Background: an optimization exercise with open tools, aiming at small area. Do not read the settings as production practice. Where RTL was checked, it was by simulation tests only, not by an equivalence proof against the original. The RTL of run 3 was laid out without a check of its function. Power and IR drop assume default switching activity.

==> flow/design.v (outline; a module is shown in full before it is edited, if it fits) <==
// module hem_core: 422 lines
// module hem_core_mac: 664 lines
module hem_core (
    input              clk,
    input              rst,
    input              start,
    input      [11:0]  entry,
    input      [19:0]  state_ptr,
    input      [127:0] operands,
    output reg         busy,
    output     [11:0]  imem_addr,
    input      [31:0]  imem_rdata,
    output             dmem_en,
    output             dmem_we,
    output     [3:0]   dmem_be,
    output     [12:0]  dmem_addr,
    output     [31:0]  dmem_wdata,
    input      [31:0]  dmem_rdata,
    output             post_valid,
    output     [1:0]   post_dest,
    output     [31:0]  post_data,
    output reg         done,
    output reg [3:0]   done_cause,
    output     [11:0]  done_pc
);
  // ...
==> flow/run.sh <==
#!/bin/bash
# synth_recipe.tcl (not shown) runs the flow's synth.tcl, then flattens the netlist and writes it again
# the make line also repeats each setting of config.mk as NAME=value (left out here)
make -C /OpenROAD-flow-scripts/flow DESIGN_CONFIG=/design/flow/config.mk WORK_HOME=/design/flow/orfs CLKGATE_MAP_FILE= SYNTH_SCRIPT=/design/flow/synth_recipe.tcl finish
==> flow/config.mk <==
export PLATFORM = sky130hd
export DESIGN_NAME = hem_core
export DESIGN_NICKNAME = hem_core
export VERILOG_FILES = /design/flow/design.v
export SDC_FILE = /design/flow/constraint.sdc
export NUM_CORES = 4
export LEC_CHECK = 0
export CAP_MARGIN = 20
export CORE_MARGIN = 2
export CORE_UTILIZATION = 40
export PLACE_DENSITY = 0.6
export SLEW_MARGIN = 20
==> flow/constraint.sdc <==
create_clock -name core_clock -period 15.0 [get_ports {clk}]
set_input_delay 3.0000 -clock core_clock [delete_from_list [all_inputs] [get_ports {clk}]]
set_output_delay 3.0000 -clock core_clock [all_outputs]
set_load 0.01 [all_outputs]
==> summary.txt, run 1 <==
Hold Buf Count CTS 0; Layout Nets 6788; fraction of area in multi-input gates 0.507; 1st-iter DRT viols 6752; WP data required 15.44 ns; status finished clean; cell mode on critical path o21ai_0; max-cap check violation count 0; FF-to-FF End pr[0][19]; aggregate routed wire length 244000 µm; Die Ht 373 µm; reg-to-reg startpoint pr[3][0]; DRC 0; period utilisation layout 0.942; Post-CTS Setup Inserts 0; Post-DRT Antenna Nets 0; sequential element share of the synthesized area 0.359; largest class multi-input combinational cells; comb pwr roughly 0.0057 W; TAP cells 1781; Final Setup Violations 0; Cells after Synth 5859; area grow syn2layout 17.2%; final setup TNS 0 ns; Crit path largest cell delay 0.62 ns; Core Box Area ~140000 µm²; total track usage 0.344; Net Sw Power 0.00467 W; largest family of logic cells by synthesized area compound AO/OA/AOI/OAI gates; Worst Path Buf+Inv 6; Port Buffer Count 342; number of clock buffers in the layout 89; Slew HR 0.0852; Hold EP xpc[10]; vias per inst 6.23; Worst setup endpoint pr[0][19]; clk_skew 0.0343 ns; Worst Tran Pin Value 1.37 ns; Synth Area in XOR/XNOR 0.0603; via count 50100; dpl cells 7892
==> run 2, diff against run 1 <==
--- a/flow/config.mk
+++ b/flow/config.mk
@@ -8,5 +8,7 @@
 export CAP_MARGIN = 20
 export CORE_MARGIN = 2
 export CORE_UTILIZATION = 40
+export CTS_BUF_LIST = sky130_fd_sc_hd__clkbuf_4
+export CTS_CLUSTER_SIZE = 20
 export PLACE_DENSITY = 0.6
 export SLEW_MARGIN = 20
==> summary.txt, run 2 <==
RSZ-0062 raised after global routing no (unchanged); Async SR Flop Fraction 0 (unchanged); DP Area 61100 µm² (unchanged); hold path cells 0 (unchanged); critical path fanouts, max 9 (unchanged); Layout Nets 6893 (was 6788); Worst Setup End Kind flop (unchanged); vias per inst 6.16 (was 6.23); YS warnings 7 (unchanged); top post-synthesis cells by count nand2_1 (779), edfxtp_1 (637), nor2_1 (447) (unchanged); met3 wire len 24400 µm (was 25200 µm); Root Buffer clkbuf_4 (was clkbuf_16); Final Wtd Congestion 1.09 (unchanged); Hold Buf Count CTS 0 (unchanged); gr ovfl total 0 (unchanged); Critical Path Slowest Stage Cell clkdlybuf4s50_1 (unchanged); Synth Net Count 6458 (unchanged); Startpoint Class input port (unchanged); max-cap check violation count 0 (unchanged); Cells after Synth 5859 (unchanged); reg-to-reg startpoint pr[3][0] (unchanged); area grow syn2layout 16.6% (was 17.2%); Top Layer Used met5 (unchanged); Syn Area/Cell 9.29 µm² (unchanged); cell mode on critical path o21ai_0 (unchanged); Initial Utilization 0.402 (unchanged); mapped cell area 54400 µm² (unchanged); commonest cells after routing, fill and taps aside nand2_1 (776), edfxtp_1 (637), nor2_1 (443), o21ai_0 (351), clkdlybuf4s50_1 (335) (unchanged); commonest non-fill, non-tap cell in the layout nand2_1 (unchanged); CTS Buf Count 181 (was 76); Max Fclk 72.1 MHz (was 70.8 MHz); WP data required 15.94 ns (was 15.44 ns); Num Clock Sinks 658 (unchanged); Final Setup Violations 0 (unchanged); Post-CTS Setup Inserts 0 (unchanged); sequential element share of the synthesized area 0.359 (unchanged); reg-to-reg slack, setup 4.27 ns (was 4.33 ns); via count 50700 (was 50100); latest clock arrival within the worst-skew pair 1.22 ns (was 0.70 ns); CTS tree built (unchanged); Hold EP xpc[11] (was xpc[10]); htree depth 4 (was 3); top_reg_cell synth edfxtp_1 (unchanged); worst hold path class reg2reg (unchanged); total track usage 0.344 (about the same); clock-pin slew on the worst setup and hold paths 0.08 ns (was 0.06 ns); initial antenna violation count 12 (was 10); period utilisation layout 0.925 (was 0.942); DRC 0 (unchanged); min Tclk post-route 13.88 ns (was 14.13 ns); FF-to-FF End pr[0][19] (unchanged); Post-synth EDFFs 637 (unchanged); Cell variety after synth 96 (unchanged); first-pass GRT wire length 349000 µm (about the same); Post-DRT Antenna Nets 0 (unchanged); met2 routed WL 107000 µm (was 106000 µm); Min-Delay Startpoint fpc[11] (was fpc[10]); Core Box Area 135000 µm² (unchanged); top post-synthesis cells by area edfxtp_1 (35%), fa_1 (6.8%), mux2i_1 (5.9%), nand2_1 (5.4%), ha_1 (4.3%) (unchanged); Slew Viols, Final 0 (unchanged); 1st-iter DRT viols 6351 (was 6752); crit path DAT 14.82 ns (was 14.57 ns); vias in the first global route 48900 (was 48100); CTS max path bufs 3 (unchanged); final setup TNS 0 ns (unchanged); cell depth of the worst flop-to-flop path 52 (unchanged); Pre-antenna DRT Iters 6 (was 8); DP Wirelength 187000 µm (unchanged); Die Ht 373 µm (unchanged); worst hold slack 0.571 ns (was 0.555 ns); VDD IR-drop max 123 µV (was 120 µV); Crit Path Category in2reg (unchanged); Seq cells post-synth 658 (unchanged); ratio of cells with drive above 1 in the final layout 0.125 (was 0.102); clk_skew 0.0720 ns (was 0.0343 ns); aggregate routed wire length 245000 µm (was 244000 µm); die area 139000 µm² (unchanged); cell taking the most area after synthesis edfxtp_1 (unchanged); Port Buffer Count 342 (unchanged); area fraction of the dominant cell type after synthesis 0.351 (unchanged); Post-Route Utilization 0.469 (was 0.471); WL met1 96300 µm (was 96000 µm); Post-Layout Inst Area 63500 µm² (was 63800 µm²); fillcell total 12900 (was 12700); post-CTS sizing 0 (unchanged); # IOs 343 (unchanged); status finished clean (unchanged); Worst Tran Pin Value 1.25 ns (was 1.37 ns); WL/cell 29.8 µm (was 30.4 µm); top-count cell post-synth nand2_1 (unchanged); PwrDens 159 nW/µm² (was 163 nW/µm²); largest net degree at the start of global routing 80 (unchanged); Final Hold Fails 0 (unchanged); Crit path largest cell delay 0.61 ns (was 0.62 ns); row count 135 (unchanged); Top Registers dr (128), orr (128) (unchanged); LEAKAGE 25.4 nW (was 25.3 nW); Slew HR 0.169 (was 0.0852); die width 373 µm (unchanged)
run 2: cell counts after synthesis:
No cell type changed its count.
run 2: routing by layer:
layer | vias up | track usage
met2 | 2983 | 0.519
met4 | 12 | 0.214
li1 | 22200 | -
met1 | 24800 | 0.441
met5 | - | 0
met3 | 646 | 0.0868
run 2: cells by family after synthesis:
logic type | after synthesis | synth area share
buffers and inverters | 728 | 0.0522
AND/OR/NAND/NOR | 1895 | 0.157
adder cells (fa/ha/maj) | 379 | 0.112
multiplexers | 424 | 0.0944
AO/OA/AOI/OAI | 1400 | 0.165
XOR/XNOR | 375 | 0.0603
flip-flops | 658 | 0.359
run 2: final cells by class:
| class | count | area, µm² | area share |
|---|---|---|---|
| sequential | 658 | 19600 | 0.308 |
| multi-input combinational | 4473 | 32300 | 0.509 |
| clock inverter | 57 | 327 | 0.00515 |
| antenna | 12 | 30.0 | 0.000473 |
| inverter | 326 | 1230 | 0.0194 |
| tap | 1781 | 2230 | 0.0351 |
| clock buffer | 263 | 1970 | 0.0311 |
| timing repair buffer | 654 | 5790 | 0.0912 |
run 2: where the power goes:
| part | total, W | leakage [nW] | internal [W] | switching, W |
|---|---|---|---|---|
| clock network | 0.00165 | 1.37 | 0.000841 | 0.000807 |
| registers | 0.00273 | 6.83 | 0.00248 | 0.000248 |
| logic | 0.00569 | 17.2 | 0.00210 | 0.00359 |
run 2: worst max path at each step:
stage	start	to	slack (ns)
finish	imem_rdata[25]	pr[0][19]	1.12
global placement	imem_rdata[25]	pr[0][19]	0.20
detailed placement	imem_rdata[25]	pr[0][19]	0.18
CTS	imem_rdata[25]	pr[0][19]	1.36
global route	imem_rdata[29]	pr[0][19]	0.37
floorplan	imem_rdata[29]	pr[0][19]	1.0
run 2: worst max-delay path: cells and delay by family:
family / cells / cell delay (ns)
AOI/OAI and AO/OA: 22 / 4.75
xor gates and xnor gates: 4 / 0.78
adders and majority gates: 6 / 1.79
buffers and inverters: 6 / 1.39
and+or+nand+nor: 18 / 3.04
run 2: metrics by stage:
stage / instances / worst slack [ns] / power, W
6_report: 8224 / 1.12 / 0.0101
5_1_grt: 8221 / 0.366 / 0.0105
4_1_cts: 8212 / 1.36 / 0.00992
3_5_place_dp: 7892 / 0.183 / 0.00824
3_3_place_gp: 7890 / 0.199 / 0.00823
2_1_floorplan: 5859 / 1.00 / 0.00600
==> module hem_core, before the edit <==
module hem_core (
    input              clk,
    input              rst,
    input              start,
    input      [11:0]  entry,
    input      [19:0]  state_ptr,
    input      [127:0] operands,
    output reg         busy,
    output     [11:0]  imem_addr,
    input      [31:0]  imem_rdata,
    output             dmem_en,
    output             dmem_we,
    output     [3:0]   dmem_be,
    output     [12:0]  dmem_addr,
    output     [31:0]  dmem_wdata,
    input      [31:0]  dmem_rdata,
    output             post_valid,
    output     [1:0]   post_dest,
    output     [31:0]  post_data,
    output reg         done,
    output reg [3:0]   done_cause,
    output     [11:0]  done_pc
);
    localparam [5:0] OP_NOP  = 6'h00, OP_LDI  = 6'h01, OP_MOV  = 6'h02,
                     OP_LD   = 6'h03, OP_ST   = 6'h04, OP_LDA  = 6'h05,
                     OP_STAH = 6'h06, OP_MVH  = 6'h07, OP_MVA  = 6'h08,
                     OP_CLR  = 6'h09, OP_LDP  = 6'h0A, OP_SETB = 6'h0B,
                     OP_SETL = 6'h0C, OP_ADDP = 6'h0D, OP_STAW = 6'h0E,
                     OP_MPY  = 6'h10, OP_MAC  = 6'h11, OP_MSU  = 6'h12,
                     OP_MACL = 6'h13, OP_ADDA = 6'h14, OP_ASL  = 6'h15,
                     OP_SATA = 6'h16, OP_ADD  = 6'h18, OP_SUB  = 6'h19,
                     OP_ADDI = 6'h1A, OP_AND  = 6'h1B, OP_OR   = 6'h1C,
                     OP_SHL  = 6'h1D, OP_CMP  = 6'h1E, OP_B    = 6'h20,
                     OP_CALL = 6'h21, OP_RET  = 6'h22, OP_REP  = 6'h23,
                     OP_RDO  = 6'h28, OP_POST = 6'h29, OP_END  = 6'h2A,
                     OP_MFS  = 6'h2B;
    localparam [3:0] C_END = 4'd0, C_ILLEGAL = 4'd1, C_SEQ = 4'd2,
                     C_MISALIGN = 4'd3, C_UNMAPPED = 4'd4, C_STACK = 4'd7,
                     C_CIRC = 4'd8;
    localparam [25:0] M_A    = 26'h2000000, M_DD  = 26'h1C00000,
                      M_DS   = 26'h0380000, M_DT  = 26'h0070000,
                      M_P    = 26'h000C000, M_AM  = 26'h0003000,
                      M_MM   = 26'h0000C00, M_FR  = 26'h0000200,
                      M_X    = 26'h0000100, M_OFF = 26'h0000FFF,
                      M_PA   = 26'h3000000, M_CND = 26'h3C00000,
                      M_I20  = 26'h00FFFFF, M_I16 = 26'h000FFFF,
                      M_N    = 26'h00000FF, M_SH6 = 26'h000003F,
                      M_SH5  = 26'h000001F, M_K   = 26'h0000003;
    reg [15:0] dr  [0:7];
    reg [39:0] acc [0:1];
    reg [19:0] pr  [0:3];
    reg [19:0] br  [0:3];
    reg [15:1] lr  [0:3];       
    reg [31:0] orr [0:3];
    reg [3:0]  st;              
    reg [11:0] stk [0:3];
    reg [2:0]  sp;
    reg [11:0] fpc;             
    reg [11:0] xpc;             
    reg        iv;              
    reg        slot;            
    reg        after_rep;       
    reg [7:0]  rcnt;            
    reg        wb_v;
    reg        wb_acc;
    reg [2:0]  wb_idx;
    reg        wb_hi;
    assign imem_addr = fpc;
    assign done_pc   = xpc;     
    wire [31:0] ins  = imem_rdata;
    wire [5:0]  op   = ins[31:26];
    wire        fa   = ins[25];
    wire [2:0]  fdd  = ins[24:22];
    wire [2:0]  fds  = ins[21:19];
    wire [2:0]  fdt  = ins[18:16];
    wire [1:0]  fp   = ins[15:14];
    wire [1:0]  fam  = ins[13:12];
    wire [1:0]  fmm  = ins[11:10];
    wire        ffr  = ins[9];
    wire        fx   = ins[8];
    wire [11:0] off  = ins[11:0];
    wire [1:0]  fpa  = ins[25:24];
    wire [3:0]  cond = ins[25:22];
    wire [19:0] imm20 = ins[19:0];
    wire [15:0] imm16 = ins[15:0];
    wire [7:0]  repn = ins[7:0];
    wire [5:0]  sh6  = ins[5:0];
    wire [1:0]  kj   = ins[1:0];
    wire i_nop  = op == OP_NOP;
    wire i_ldi  = op == OP_LDI;
    wire i_mov  = op == OP_MOV;
    wire i_ld   = op == OP_LD;
    wire i_st   = op == OP_ST;
    wire i_lda  = op == OP_LDA;
    wire i_stah = op == OP_STAH;
    wire i_mvh  = op == OP_MVH;
    wire i_mva  = op == OP_MVA;
    wire i_clr  = op == OP_CLR;
    wire i_ldp  = op == OP_LDP;
    wire i_setb = op == OP_SETB;
    wire i_setl = op == OP_SETL;
    wire i_addp = op == OP_ADDP;
    wire i_staw = op == OP_STAW;
    wire i_mpy  = op == OP_MPY;
    wire i_mac  = op == OP_MAC;
    wire i_msu  = op == OP_MSU;
    wire i_macl = op == OP_MACL;
    wire i_adda = op == OP_ADDA;
    wire i_asl  = op == OP_ASL;
    wire i_sata = op == OP_SATA;
    wire i_add  = op == OP_ADD;
    wire i_sub  = op == OP_SUB;
    wire i_addi = op == OP_ADDI;
    wire i_and  = op == OP_AND;
    wire i_or   = op == OP_OR;
    wire i_shl  = op == OP_SHL;
    wire i_cmp  = op == OP_CMP;
    wire i_b    = op == OP_B;
    wire i_call = op == OP_CALL;
    wire i_ret  = op == OP_RET;
    wire i_rep  = op == OP_REP;
    wire i_rdo  = op == OP_RDO;
    wire i_post = op == OP_POST;
    wire i_end  = op == OP_END;
    wire i_mfs  = op == OP_MFS;
    reg        known;
    reg [25:0] used;
    always @(*) begin
        known = 1'b1;
        used  = 26'h0;
        case (op)
            OP_NOP:  used = 26'h0;
            OP_LDI:  used = M_DD | M_I16;
            OP_MOV:  used = M_DD | M_DS;
            OP_LD:   used = M_DD | M_P | M_AM | M_OFF;
            OP_ST:   used = M_DS | M_P | M_AM | M_OFF;
            OP_LDA, OP_STAH, OP_STAW:
                     used = M_A | M_P | M_AM | M_OFF;
            OP_MVH:  used = M_A | M_DD;
            OP_MVA:  used = M_A | M_DS;
            OP_CLR, OP_ADDA, OP_SATA:
                     used = M_A;
            OP_LDP, OP_SETB:
                     used = M_PA | M_I20;
            OP_SETL, OP_ADDP:
                     used = M_PA | M_I16;
            OP_MPY, OP_MAC, OP_MSU:
                     used = M_A | M_DS | M_DT | M_MM | M_FR;
            OP_MACL: used = M_A | M_DD | M_DS | M_DT | M_P | M_AM | M_MM | M_FR | M_X;
            OP_ASL:  used = M_A | M_SH6;
            OP_ADD, OP_SUB, OP_AND, OP_OR:
                     used = M_DD | M_DS | M_DT;
            OP_ADDI: used = M_DD | M_I16;
            OP_SHL:  used = M_DD | M_DS | M_SH5;
            OP_CMP:  used = M_DS | M_DT;
            OP_B:    used = M_CND | M_OFF;
            OP_CALL: used = M_OFF;
            OP_RET:  used = 26'h0;
            OP_REP:  used = M_N;
            OP_RDO:  used = (fx ? M_A : M_DD) | M_X | M_K;
            OP_POST: used = (fx ? M_A : M_DS) | M_X | M_K;
            OP_END:  used = 26'h0;
            OP_MFS:  used = M_DD;
            default: known = 1'b0;
        endcase
    end
    wire illegal = !known
                 || ((ins[25:0] & ~used) != 26'h0)
                 || (i_b    && cond > 4'd8)
                 || (i_macl && (fam == 2'd0 || fam == 2'd3));
    wire is_branch = i_b || i_call || i_ret;
    wire seq_bad   = (slot && (is_branch || i_rep || i_end))
                  || (after_rep && (is_branch || i_rep || i_end || i_post || i_rdo));
    wire [2:0]  rs_idx = i_addi ? fdd : fds;       
    wire [15:0] vds = dr[rs_idx];
    wire [15:0] vdt = dr[fdt];
    wire [39:0] va  = acc[fa & ~i_adda];    
    wire [31:0] vok = orr[kj];
    wire        mulop  = i_mpy | i_mac | i_msu | i_macl;
    wire        m1_uns = fmm[0];
    wire        m2_uns = fmm[0] ^ fmm[1];
    wire [16:0] m1 = {~m1_uns & vds[15], vds};
    wire        frs = ffr | i_mva;
    wire [17:0] mA = frs ? {m1, 1'b0} : {m1[16], m1};
    wire [16:0] mB = mulop ? {~m2_uns & vdt[15], vdt}
                    : i_shl ? {1'b0, 16'h1 << sh6[3:0]}    
                    : {1'b0, i_mva, 15'h0};
    wire        selx = i_mac | i_msu | (i_macl & ~fx) | i_adda;
    wire [40:0] mX = selx ? {va[39], va} : 41'h0;
    wire [40:0] mZ = i_adda ? {acc[1][39], acc[1]} : 41'h0;
    wire [40:0] msum;
    hem_core_mac u_mac (
        .A(mA), .B(mB), .negp(i_msu), .X(mX), .Z(mZ),
        .c15(1'b0), .S(msum));
    wire        mac_ovf = msum[40] ^ msum[39];
    wire [25:0] shr = {va[39], va[39:15]} + 26'd1;
    wire        shp = !shr[25] && (shr[24:16] != 9'h000);
    wire        shn =  shr[25] && (shr[24:16] != 9'h1FF);
    wire [15:0] sh_val = shp ? 16'h7FFF : shn ? 16'h8000 : shr[16:1];
    wire        sh_sat = shp | shn;
    wire        swp = !va[39] && (va[38:31] != 8'h00);
    wire        swn =  va[39] && (va[38:31] != 8'hFF);
    wire [31:0] sw_val = swp ? 32'h7FFF_FFFF : swn ? 32'h8000_0000 : va[31:0];
    wire        sw_sat = swp | swn;
    wire [31:0] wbus = (i_post & ~fx) ? {{16{vds[15]}}, vds}
                     : i_rdo          ? vok
                     :                  sw_val;
    wire        shl_r   = sh6[4];
    wire        shl_sat = !shl_r && !((&msum[30:15]) || !(|msum[30:15]));
    wire [15:0] shl_val = shl_r   ? msum[31:16]
                        : shl_sat ? (vds[15] ? 16'h8000 : 16'h7FFF)
                        :           msum[15:0];
    wire [5:0]  rsh   = {sh6[5], ~sh6[4:0]};         
    wire signed [70:0] shext = {va, 31'h0};
    wire [70:0] shout = shext >>> rsh;
    wire [39:0] shres = shout[39:0];
    wire [38:8] shdiff = va[38:8] ^ {31{va[39]}};
    reg         asl_ovf;
    integer     j;
    always @(*) begin
        asl_ovf = 1'b0;
        for (j = 0; j < 31; j = j + 1)
            if (sh6[4:0] > j && shdiff[38 - j]) asl_ovf = 1'b1;
        asl_ovf = asl_ovf & ~sh6[5];
    end
    wire        a_sub = i_sub | i_cmp;
    wire [15:0] ax = i_ldi ? 16'h0 : vds;
    wire [15:0] ay = (i_addi | i_ldi) ? imm16 : i_mov ? 16'h0 : vdt;
    wire [16:0] asum = {ax[15], ax} + ({ay[15], ay} ^ {17{a_sub}}) + {16'h0, a_sub};
    wire        a_sat = asum[16] ^ asum[15];
    wire [15:0] add_val = a_sat ? (asum[16] ? 16'h8000 : 16'h7FFF) : asum[15:0];
    wire [15:0] log_val = i_or ? (vds | vdt) : (vds & vdt);
    wire s_add = i_add | i_sub | i_addi | i_cmp | i_mov | i_ldi;
    wire s_log = i_and | i_or;
    wire [15:0] d_val = ({16{s_add}}  & add_val)
                      | ({16{s_log}}  & log_val)
                      | ({16{i_shl}}  & shl_val)
                      | ({16{i_mvh}}  & sh_val)
                      | ({16{i_rdo}}  & wbus[15:0])
                      | ({16{i_mfs}}  & {12'h000, st});
    wire d_we = s_add & ~i_cmp | s_log | i_shl | i_mvh | (i_rdo & ~fx) | i_mfs;
    wire nz_we = i_add | i_sub | i_addi | i_and | i_or | i_shl | i_cmp;
    wire s_w = (i_rdo & fx) | i_sata;
    wire [39:0] a_val = i_asl ? shres : s_w ? {{8{wbus[31]}}, wbus} : msum[39:0];
    wire a_we = mulop | i_mva | i_clr | i_adda | i_asl | s_w;
    wire sat_set = ((i_add | i_sub | i_addi) & a_sat)
                 | (i_shl & shl_sat)
                 | ((i_mvh | i_stah) & sh_sat)
                 | ((i_staw | i_sata | (i_post & fx)) & sw_sat);
    wire ovf_set = ((i_mac | i_msu | (i_macl & ~fx) | i_adda) & mac_ovf)
                 | (i_asl & asl_ovf);
    wire        pa_op = i_ldp | i_setb | i_setl | i_addp;
    wire [1:0]  pi    = pa_op ? fpa : fp;
    wire [19:0] pv    = pr[pi];
    wire [19:0] bv    = br[pi];
    wire [15:0] lv    = {lr[pi], 1'b0};
    wire        is_mem  = i_ld | i_st | i_lda | i_stah | i_staw | i_macl;
    wire        is_load = i_ld | i_lda | i_macl;
    wire        size4   = i_lda | i_staw;
    wire [19:0] ystep   = (fam == 2'd3) ? {8'h00, off}
                        : (fam == 2'd1) ? (size4 ? 20'd4 : 20'd2)
                        : (fam == 2'd2) ? (size4 ? 20'hFFFFC : 20'hFFFFE)
                        : 20'd0;
    wire [19:0] yaddr   = i_addp ? {{4{imm16[15]}}, imm16} : ystep;
    wire [19:0] asum20  = pv + yaddr;
    wire [19:0] maddr   = (fam == 2'd3) ? asum20 : pv;
    wire [20:0] wd   = {1'b0, asum20} - {1'b0, bv};        
    wire        w_lt = wd[20];
    wire        w_ge = !wd[20] && ((wd[19:16] != 4'h0) || (wd[15:0] >= lv));
    wire        w_on = (lv != 16'h0) && (w_lt || w_ge);
    wire [19:0] wadj = w_ge ? -{4'h0, lv} : {4'h0, lv};
    wire [19:0] pwrap = asum20 + (w_on ? wadj : 20'h0);
    wire        misalign = size4 ? (maddr[1:0] != 2'b00) : maddr[0];
    wire        unmapped = (maddr[19:15] != 5'h0);
    reg taken;
    always @(*) begin
        case (cond)
            4'd0: taken = 1'b1;
            4'd1: taken = st[1];
            4'd2: taken = !st[1];
            4'd3: taken = st[0];
            4'd4: taken = !st[0];
            4'd5: taken = !st[0] && !st[1];
            4'd6: taken = st[0] || st[1];
            4'd7: taken = st[2];
            4'd8: taken = st[3];
            default: taken = 1'b0;
        endcase
    end
    reg       fault;
    reg [3:0] fcause;
    always @(*) begin
        fault  = 1'b1;
        fcause = C_ILLEGAL;
        if (illegal)
            fcause = C_ILLEGAL;
        else if (seq_bad)
            fcause = C_SEQ;
        else if (i_call && sp == 3'd4)
            fcause = C_STACK;
        else if (i_ret && sp == 3'd0)
            fcause = C_STACK;
        else if (i_setl && (imm16[0] || imm16 > 16'h8000))
            fcause = C_CIRC;
        else if (is_mem && misalign)
            fcause = C_MISALIGN;
        else if (is_mem && unmapped)
            fcause = C_UNMAPPED;
        else
            fault = 1'b0;
    end
    wire go     = iv && !fault;
    wire ending = iv && (fault || i_end);
    wire        st_half = i_st | i_stah;
    wire [15:0] hval    = i_st ? vds : sh_val;
    assign dmem_en    = go && is_mem;
    assign dmem_we    = i_st | i_stah | i_staw;
    assign dmem_addr  = maddr[14:2];
    assign dmem_be    = !st_half ? 4'b1111 : (maddr[1] ? 4'b1100 : 4'b0011);
    assign dmem_wdata = st_half ? {hval, hval} : wbus;
    assign post_valid = go && i_post && !rst;
    assign post_dest  = kj;
    assign post_data  = wbus;
    wire [11:0] fpc_inc = fpc + 12'd1;
    wire [2:0]  sp_m1   = sp - 3'd1;
    wire [15:0] wb_half = wb_hi ? dmem_rdata[31:16] : dmem_rdata[15:0];
    wire        ex      = iv;
    wire [7:0]  dwb_sel = (wb_v && !wb_acc) ? (8'd1 << wb_idx) : 8'd0;
    wire [1:0]  awb_sel = (wb_v &&  wb_acc) ? (2'd1 << wb_idx[0]) : 2'd0;
    wire [15:0] dbus = busy ? d_val : 16'h0;
    wire [39:0] abus = busy ? a_val : 40'h0;
    wire        p_we = i_ldp || i_addp || (is_mem && (fam == 2'd1 || fam == 2'd2));
    wire [19:0] pbus = !busy ? 20'h0 : i_ldp ? imm20 : pwrap;
    wire [19:0] bbus = busy ? imm20 : 20'h0;
    wire [15:1] lbus = busy ? imm16[15:1] : 15'h0;
    integer i;
    always @(posedge clk) begin
        if (rst) begin
            busy <= 1'b0;
            iv   <= 1'b0;
            wb_v <= 1'b0;
            done <= 1'b0;
        end else begin
            done <= ending;
            done_cause <= fault ? fcause : C_END;
            if (!busy) begin
                busy <= start;
                iv   <= 1'b0;
            end else begin
                busy <= !ending;
                iv   <= !ending;
            end
            wb_v <= go && is_load;
        end
        if (!busy)
            fpc <= entry;
        else if (ex && ((i_b && taken) || i_call))
            fpc <= off;
        else if (ex && i_ret)
            fpc <= stk[sp_m1[1:0]];
        else if ((ex && i_rep && repn != 8'd0) || rcnt >= 8'd2)
            fpc <= fpc;
        else
            fpc <= fpc_inc;
        if (busy && !ending)
            xpc <= fpc;
        if (!busy) begin
            slot      <= 1'b0;
            after_rep <= 1'b0;
            rcnt      <= 8'd0;
            sp        <= 3'd0;
            st        <= 4'h0;
        end else begin
            slot      <= ex && is_branch;
            after_rep <= ex && i_rep;
            if (ex && i_rep)
                rcnt <= repn;
            else if (rcnt != 8'd0)
                rcnt <= rcnt - 8'd1;
            if (ex && i_call) begin
                stk[sp[1:0]] <= fpc_inc;
                sp <= sp + 3'd1;
            end
            if (ex && i_ret)
                sp <= sp_m1;
            if (ex) begin
                if (nz_we) begin
                    st[0] <= d_val[15];
                    st[1] <= d_val == 16'h0;
                end
                if (i_mfs) begin
                    st[2] <= 1'b0;
                    st[3] <= 1'b0;
                end else begin
                    if (sat_set) st[2] <= 1'b1;
                    if (ovf_set) st[3] <= 1'b1;
                end
            end
        end
        for (i = 0; i < 8; i = i + 1)
            if (!busy || dwb_sel[i] || (ex && d_we && fdd == i))
                dr[i] <= dwb_sel[i] ? wb_half : dbus;
        for (i = 0; i < 2; i = i + 1)
            if (!busy || awb_sel[i] || (ex && a_we && fa == i))
                acc[i] <= awb_sel[i] ? {{8{dmem_rdata[31]}}, dmem_rdata} : abus;
        for (i = 0; i < 4; i = i + 1) begin
            if (!busy || (ex && p_we && pi == i))
                pr[i] <= (i == 0 && !busy) ? state_ptr : pbus;
            if (!busy || (ex && i_setb && pi == i))
                br[i] <= bbus;
            if (!busy || (ex && i_setl && pi == i))
                lr[i] <= lbus;
            if (!busy)
                orr[i] <= operands[32*i +: 32];
        end
        if (go && is_load) begin
            wb_acc <= i_lda;
            wb_idx <= i_lda ? {2'b00, fa} : fdd;
            wb_hi  <= maddr[1];
        end
    end
endmodule
==> run 3, diff against run 2 <==
--- a/flow/design.v
+++ b/flow/design.v
@@ -174,7 +174,8 @@
     wire [2:0]  rs_idx = i_addi ? fdd : fds;       
     wire [15:0] vds = dr[rs_idx];
     wire [15:0] vdt = dr[fdt];
-    wire [39:0] va  = acc[fa & ~i_adda];    
+    wire [39:0] va  = acc[fa];
+    wire [39:0] vo  = acc[~fa];
     wire [31:0] vok = orr[kj];
     wire        mulop  = i_mpy | i_mac | i_msu | i_macl;
     wire        m1_uns = fmm[0];
@@ -182,21 +183,18 @@
     wire [16:0] m1 = {~m1_uns & vds[15], vds};
     wire        frs = ffr | i_mva;
     wire [17:0] mA = frs ? {m1, 1'b0} : {m1[16], m1};
-    wire [16:0] mB = mulop ? {~m2_uns & vdt[15], vdt}
-                    : i_shl ? {1'b0, 16'h1 << sh6[3:0]}    
-                    : {1'b0, i_mva, 15'h0};
-    wire        selx = i_mac | i_msu | (i_macl & ~fx) | i_adda;
+    wire [16:0] mB = mulop ? {~m2_uns & vdt[15], vdt} : {1'b0, i_mva, 15'h0};
+    wire        selx = i_mac | i_msu | (i_macl & ~fx) | i_adda | i_mvh | i_stah;
     wire [40:0] mX = selx ? {va[39], va} : 41'h0;
-    wire [40:0] mZ = i_adda ? {acc[1][39], acc[1]} : 41'h0;
+    wire [40:0] mZ = i_adda ? {vo[39], vo} : 41'h0;
     wire [40:0] msum;
     hem_core_mac u_mac (
         .A(mA), .B(mB), .negp(i_msu), .X(mX), .Z(mZ),
-        .c15(1'b0), .S(msum));
+        .c15(i_mvh | i_stah), .S(msum));
     wire        mac_ovf = msum[40] ^ msum[39];
-    wire [25:0] shr = {va[39], va[39:15]} + 26'd1;
-    wire        shp = !shr[25] && (shr[24:16] != 9'h000);
-    wire        shn =  shr[25] && (shr[24:16] != 9'h1FF);
-    wire [15:0] sh_val = shp ? 16'h7FFF : shn ? 16'h8000 : shr[16:1];
+    wire        shp = !msum[40] && (msum[39:31] != 9'h000);
+    wire        shn =  msum[40] && (msum[39:31] != 9'h1FF);
+    wire [15:0] sh_val = shp ? 16'h7FFF : shn ? 16'h8000 : msum[31:16];
     wire        sh_sat = shp | shn;
     wire        swp = !va[39] && (va[38:31] != 8'h00);
     wire        swn =  va[39] && (va[38:31] != 8'hFF);
@@ -205,24 +203,22 @@
     wire [31:0] wbus = (i_post & ~fx) ? {{16{vds[15]}}, vds}
                      : i_rdo          ? vok
                      :                  sw_val;
-    wire        shl_r   = sh6[4];
-    wire        shl_sat = !shl_r && !((&msum[30:15]) || !(|msum[30:15]));
-    wire [15:0] shl_val = shl_r   ? msum[31:16]
-                        : shl_sat ? (vds[15] ? 16'h8000 : 16'h7FFF)
-                        :           msum[15:0];
-    wire [5:0]  rsh   = {sh6[5], ~sh6[4:0]};         
-    wire signed [70:0] shext = {va, 31'h0};
+    wire [39:0] shin  = i_asl ? va : {vds, 24'h0};
+    wire [5:0]  shamt = i_asl ? sh6 : {sh6[4], sh6[4:0]};
+    wire [5:0]  rsh   = {shamt[5], ~shamt[4:0]};         
+    wire signed [70:0] shext = {shin, 31'h0};
     wire [70:0] shout = shext >>> rsh;
     wire [39:0] shres = shout[39:0];
-    wire [38:8] shdiff = va[38:8] ^ {31{va[39]}};
-    reg         asl_ovf;
+    wire [38:8] shdiff = shin[38:8] ^ {31{shin[39]}};
+    reg         sh_ovf;
     integer     j;
     always @(*) begin
-        asl_ovf = 1'b0;
+        sh_ovf = 1'b0;
         for (j = 0; j < 31; j = j + 1)
-            if (sh6[4:0] > j && shdiff[38 - j]) asl_ovf = 1'b1;
-        asl_ovf = asl_ovf & ~sh6[5];
+            if (shamt[4:0] > j && shdiff[38 - j]) sh_ovf = 1'b1;
+        sh_ovf = sh_ovf & ~shamt[5];
     end
+    wire [15:0] shl_val = sh_ovf ? (vds[15] ? 16'h8000 : 16'h7FFF) : shres[39:24];
     wire        a_sub = i_sub | i_cmp;
     wire [15:0] ax = i_ldi ? 16'h0 : vds;
     wire [15:0] ay = (i_addi | i_ldi) ? imm16 : i_mov ? 16'h0 : vdt;
@@ -244,11 +240,11 @@
     wire [39:0] a_val = i_asl ? shres : s_w ? {{8{wbus[31]}}, wbus} : msum[39:0];
     wire a_we = mulop | i_mva | i_clr | i_adda | i_asl | s_w;
     wire sat_set = ((i_add | i_sub | i_addi) & a_sat)
-                 | (i_shl & shl_sat)
+                 | (i_shl & sh_ovf)
                  | ((i_mvh | i_stah) & sh_sat)
                  | ((i_staw | i_sata | (i_post & fx)) & sw_sat);
     wire ovf_set = ((i_mac | i_msu | (i_macl & ~fx) | i_adda) & mac_ovf)
-                 | (i_asl & asl_ovf);
+                 | (i_asl & sh_ovf);
     wire        pa_op = i_ldp | i_setb | i_setl | i_addp;
     wire [1:0]  pi    = pa_op ? fpa : fp;
     wire [19:0] pv    = pr[pi];
@@ -325,14 +321,6 @@
     wire [2:0]  sp_m1   = sp - 3'd1;
     wire [15:0] wb_half = wb_hi ? dmem_rdata[31:16] : dmem_rdata[15:0];
     wire        ex      = iv;
-    wire [7:0]  dwb_sel = (wb_v && !wb_acc) ? (8'd1 << wb_idx) : 8'd0;
-    wire [1:0]  awb_sel = (wb_v &&  wb_acc) ? (2'd1 << wb_idx[0]) : 2'd0;
-    wire [15:0] dbus = busy ? d_val : 16'h0;
-    wire [39:0] abus = busy ? a_val : 40'h0;
-    wire        p_we = i_ldp || i_addp || (is_mem && (fam == 2'd1 || fam == 2'd2));
-    wire [19:0] pbus = !busy ? 20'h0 : i_ldp ? imm20 : pwrap;
-    wire [19:0] bbus = busy ? imm20 : 20'h0;
-    wire [15:1] lbus = busy ? imm16[15:1] : 15'h0;
     integer i;
     always @(posedge clk) begin
         if (rst) begin
@@ -397,21 +385,38 @@
                 end
             end
         end
-        for (i = 0; i < 8; i = i + 1)
-            if (!busy || dwb_sel[i] || (ex && d_we && fdd == i))
-                dr[i] <= dwb_sel[i] ? wb_half : dbus;
-        for (i = 0; i < 2; i = i + 1)
-            if (!busy || awb_sel[i] || (ex && a_we && fa == i))
-                acc[i] <= awb_sel[i] ? {{8{dmem_rdata[31]}}, dmem_rdata} : abus;
-        for (i = 0; i < 4; i = i + 1) begin
-            if (!busy || (ex && p_we && pi == i))
-                pr[i] <= (i == 0 && !busy) ? state_ptr : pbus;
-            if (!busy || (ex && i_setb && pi == i))
-                br[i] <= bbus;
-            if (!busy || (ex && i_setl && pi == i))
-                lr[i] <= lbus;
+        for (i = 0; i < 8; i = i + 1) begin
+            if (!busy)
+                dr[i] <= 16'h0;
+            else if (wb_v && !wb_acc && wb_idx == i)
+                dr[i] <= wb_half;
+            else if (ex && d_we && fdd == i)
+                dr[i] <= d_val;
+        end
+        for (i = 0; i < 2; i = i + 1) begin
             if (!busy)
+                acc[i] <= 40'h0;
+            else if (wb_v && wb_acc && wb_idx[0] == i)
+                acc[i] <= {{8{dmem_rdata[31]}}, dmem_rdata};
+            else if (ex && a_we && fa == i)
+                acc[i] <= a_val;
+        end
+        for (i = 0; i < 4; i = i + 1) begin
+            if (!busy) begin
+                pr[i]  <= (i == 0) ? state_ptr : 20'h0;
+                br[i]  <= 20'h0;
+                lr[i]  <= 15'h0;
                 orr[i] <= operands[32*i +: 32];
+            end else if (ex && pi == i) begin
+                if (i_ldp)
+                    pr[i] <= imm20;
+                else if (i_addp || (is_mem && (fam == 2'd1 || fam == 2'd2)))
+                    pr[i] <= pwrap;
+                if (i_setb)
+                    br[i] <= imm20;
+                if (i_setl)
+                    lr[i] <= imm16[15:1];
+            end
         end
         if (go && is_load) begin
             wb_acc <= i_lda;
--- a/flow/config.mk
+++ b/flow/config.mk
@@ -8,7 +8,5 @@
 export CAP_MARGIN = 20
 export CORE_MARGIN = 2
 export CORE_UTILIZATION = 40
-export CTS_BUF_LIST = sky130_fd_sc_hd__clkbuf_4
-export CTS_CLUSTER_SIZE = 20
 export PLACE_DENSITY = 0.6
 export SLEW_MARGIN = 20
==> summary.txt, run 3 <==
DP Wirelength 256000 µm (was 187000 µm); WP data required 12.00 ns (was 15.94 ns); Async SR Flop Fraction 0 (unchanged); min Tclk post-route 15.14 ns (was 13.88 ns); area grow syn2layout 26.0% (was 16.6%); row count 137 (was 135); area fraction of the dominant cell type after synthesis 0.152 (was 0.351); crit path DAT 12.14 ns (was 14.82 ns); via count 62200 (was 50700); VDD IR-drop max 129 µV (was 123 µV); Cells after Synth 7175 (was 5859); Cell variety after synth 118 (was 96); sequential element share of the synthesized area 0.274 (was 0.359); Layout Nets 8535 (was 6893); PwrDens 98.9 nW/µm² (was 159 nW/µm²); Worst Setup End Kind output port (was flop); initial antenna violation count 32 (was 12); layout violations setup timing; Hold Buf Count CTS 0 (unchanged); Die Ht 380 µm (was 373 µm); Post-synth EDFFs 229 (was 637); top post-synthesis cells by count nand2_1 (1112), nor2_1 (774), a21oi_1 (613) (was nand2_1 (779), edfxtp_1 (637), nor2_1 (447)); Worst Tran Pin Value 1.34 ns (was 1.25 ns); gr ovfl total 0 (unchanged); worst hold slack 0.455 ns (was 0.571 ns); Final Wtd Congestion 1.10 (was 1.09); clock-pin slew on the worst setup and hold paths 0.06 ns (was 0.08 ns); LEAKAGE 27.2 nW (was 25.4 nW); max-cap check violation count 0 (unchanged); Seq cells post-synth 658 (unchanged); hold path cells 2 (was 0); die width 380 µm (was 373 µm); vias per inst 6.30 (was 6.16); CTS max path bufs 3 (unchanged); total track usage 0.429 (was 0.344); Startpoint Class input port (unchanged); reg-to-reg slack, setup 4.42 ns (was 4.27 ns); Initial Utilization 0.404 (was 0.402); reg-to-reg startpoint pr[0][0] (was pr[3][0]); final setup TNS -0.529 ns (was 0 ns); DRC 0 (unchanged); FF/Latch Area 15500 µm² (was 19600 µm²); Slew HR 0.0921 (was 0.169); fillcell total 13700 (was 12900); vias in the first global route 58200 (was 48900); Max Fclk 66.1 MHz (was 72.1 MHz); # IOs 343 (unchanged); worst hold path class reg2reg (unchanged); htree depth 3 (was 4); latest clock arrival within the worst-skew pair 0.74 ns (was 1.22 ns); first-pass GRT wire length 444000 µm (was 349000 µm); Final Setup Violations 10 (was 0); ratio of cells with drive above 1 in the final layout 0.195 (was 0.125); Num Clock Sinks 658 (unchanged); Critical Path Slowest Stage Cell fa_1 (was clkdlybuf4s50_1); mapped cell area 56500 µm² (was 54400 µm²); Pre-antenna DRT Iters 9 (was 6); RSZ-0062 raised after global routing yes (was no); area of the multi-input gates 38900 µm² (was 32300 µm²); critical path fanouts, max 6 (was 9); die area 144000 µm² (was 139000 µm²); Root Buffer clkbuf_16 (was clkbuf_4); Crit path largest cell delay 0.62 ns (was 0.61 ns); clk_skew 0.0745 ns (was 0.0720 ns); WL/cell 32.7 µm (was 29.8 µm); Crit Path Category in2out (was in2reg); Top Registers dr (128), orr (128) (unchanged); Critical Path Source imem_rdata[22] (was imem_rdata[25]); Synth Net Count 7772 (was 6458); Slew Viols, Final 0 (unchanged); Min-Delay Startpoint br[1][19] (was fpc[11]); commonest cells after routing, fill and taps aside nand2_1 (1101), buf_4 (835), nor2_1 (752), a21oi_1 (591), dfxtp_1 (428) (was nand2_1 (776), edfxtp_1 (637), nor2_1 (443), o21ai_0 (351), clkdlybuf4s50_1 (335)); top_reg_cell synth dfxtp_1 (was edfxtp_1); top-count cell post-synth nand2_1 (unchanged); YS warnings 7 (unchanged); period utilisation layout 1.01 (was 0.925); Final Hold Fails 0 (unchanged); cell taking the most area after synthesis dfxtp_1 (was edfxtp_1); post-layout worst setup margin -0.137 ns (was 1.12 ns); 1st-iter DRT viols 8250 (was 6351); status finished with violations (was finished clean); commonest non-fill, non-tap cell in the layout nand2_1 (unchanged); Core Box Area 140000 µm² (was 135000 µm²); Hold EP br[1][19] (was xpc[11]); Port Buffer Count 342 (unchanged); top post-synthesis cells by area dfxtp_1 (15%), edfxtp_1 (12%), nand2_1 (7.4%), fa_1 (6.6%), a21oi_1 (5.4%) (was edfxtp_1 (35%), fa_1 (6.8%), mux2i_1 (5.9%), nand2_1 (5.4%), ha_1 (4.3%)); largest net degree at the start of global routing 122 (was 80); worst slack, placed -1.26 ns (was 0.183 ns); Syn Area/Cell 7.88 µm² (was 9.29 µm²); FF-to-FF End pr[0][17] (was pr[0][19]); CTS Buf Count 76 (was 181); cell depth of the worst flop-to-flop path 53 (was 52); aggregate routed wire length 324000 µm (was 245000 µm); CTS tree built (unchanged); Post-DRT Antenna Nets 0 (unchanged)
## run 3: timing repair
item | CTS | global route
setup buffers | 49 | 16
pin swaps | 79 | 106
resized for setup | 237 | 182
endpoints found under the setup margin | 32 | 45
cloned | 2 | 1
## run 3: cells by family (layout without fill, tap and decap cells)
family                     Yosys count  after routing  synth area share
DFF                                658            658             0.274
AOI/OAI and AO/OA                 2059           2059             0.232
xor gates and xnor gates           336            336            0.0521
other                                0             12                 0
muxes                              352            352            0.0817
and+or+nand+nor                   2500           2500             0.191
buffers and inverters              898           1723            0.0628
adders and majority gates          372            372             0.107
## run 3: layer usage
| layer | vias to the layer above | GRT usage | routed length (µm) |
|---|---|---|---|
| li1 | 27000 | - | - |
| met1 | 30500 | 0.558 | 129000 |
| met2 | 3838 | 0.621 | 133000 |
| met3 | 895 | 0.152 | 40100 |
| met4 | 28 | 0.228 | 20600 |
| met5 | - | 0 | 183 |
## run 3: worst max path at each step
stage | end | slack, ns | depth (start not counted)
CTS | dmem_wdata[23] | 0.0001 | 39
finish | dmem_wdata[23] | -0.14 | 36
global placement | dmem_wdata[2] | -1.28 | 42
floorplan | dmem_wdata[10] | 0.0006 | 36
detailed placement | dmem_wdata[7] | -1.26 | 38
global route | dmem_wdata[23] | -0.29 | 40
## run 3: final cells by class
class / instances / share of cell area
clock inverter: 32 / 0.00583
tap: 1876 / 0.0329
clock buffer: 108 / 0.0298
sequential: 658 / 0.217
multi-input combinational: 5619 / 0.546
antenna: 12 / 0.000421
timing repair buffer: 1243 / 0.150
inverter: 340 / 0.0181
## run 3: critical path: cells and delay by family
kind                     cells  cell delay, ns
buffers and inverters       11            1.78
XOR/XNOR                     2            0.25
AND/OR/NAND/NOR              4            1.63
adder cells (fa/ha/maj)      6            2.83
AO/OA/AOI/OAI               13            2.63
## run 3: power breakdown
group | switching, W | internal, W | total [W]
Combinational | 0.00190 | 0.00121 | 0.00311
Clock | 0.000839 | 0.00109 | 0.00193
Sequential | 0.0000513 | 0.00196 | 0.00201
## run 3: through the flow
| stage | instances | utilization | total power (W) | area [µm²] |
|---|---|---|---|---|
| finish | 9888 | 0.509 | 0.00705 | 71200 |
| detailed placement | 9670 | 0.479 | 0.00486 | 67100 |
| global placement | 9669 | 0.479 | 0.00484 | 67100 |
| global route | 9876 | 0.509 | 0.00725 | 71200 |
| CTS | 9861 | 0.505 | 0.00685 | 70600 |
| floorplan | 7175 | - | 0.00344 | 56600 |

afterwards: timing with drivers on the ports:
In the flow no input, the clock included, has a driving cell. The finished layouts below were timed again as built, in two steps. Step 1, drivers: a clkbuf_16 drives clk and a buf_2 each remaining input, both assumed. Step 2, shift: input delay + t, output delay - t, t = (earliest + latest rising clock arrival at the registers) / 2. This alone moves slack from input paths to output paths. Three values: no drivers, after step 1, after step 2; two values: the first two.
run	t, ns	setup slack, ns	worst setup path at the end
run 1	0.759	0.869 / 0.916 / 0.157	input to register
run 2	1.261	1.125 / 1.166 / -0.095	input to register
run 3	0.791	-0.137 / -0.164 / -0.164	input to output
With both steps, setup timing fails in run 2, where it was met with ideal ports. The setup slack of run 2, which loses most, moves by +0.041 ns with the drivers and by -1.220 ns with both steps.
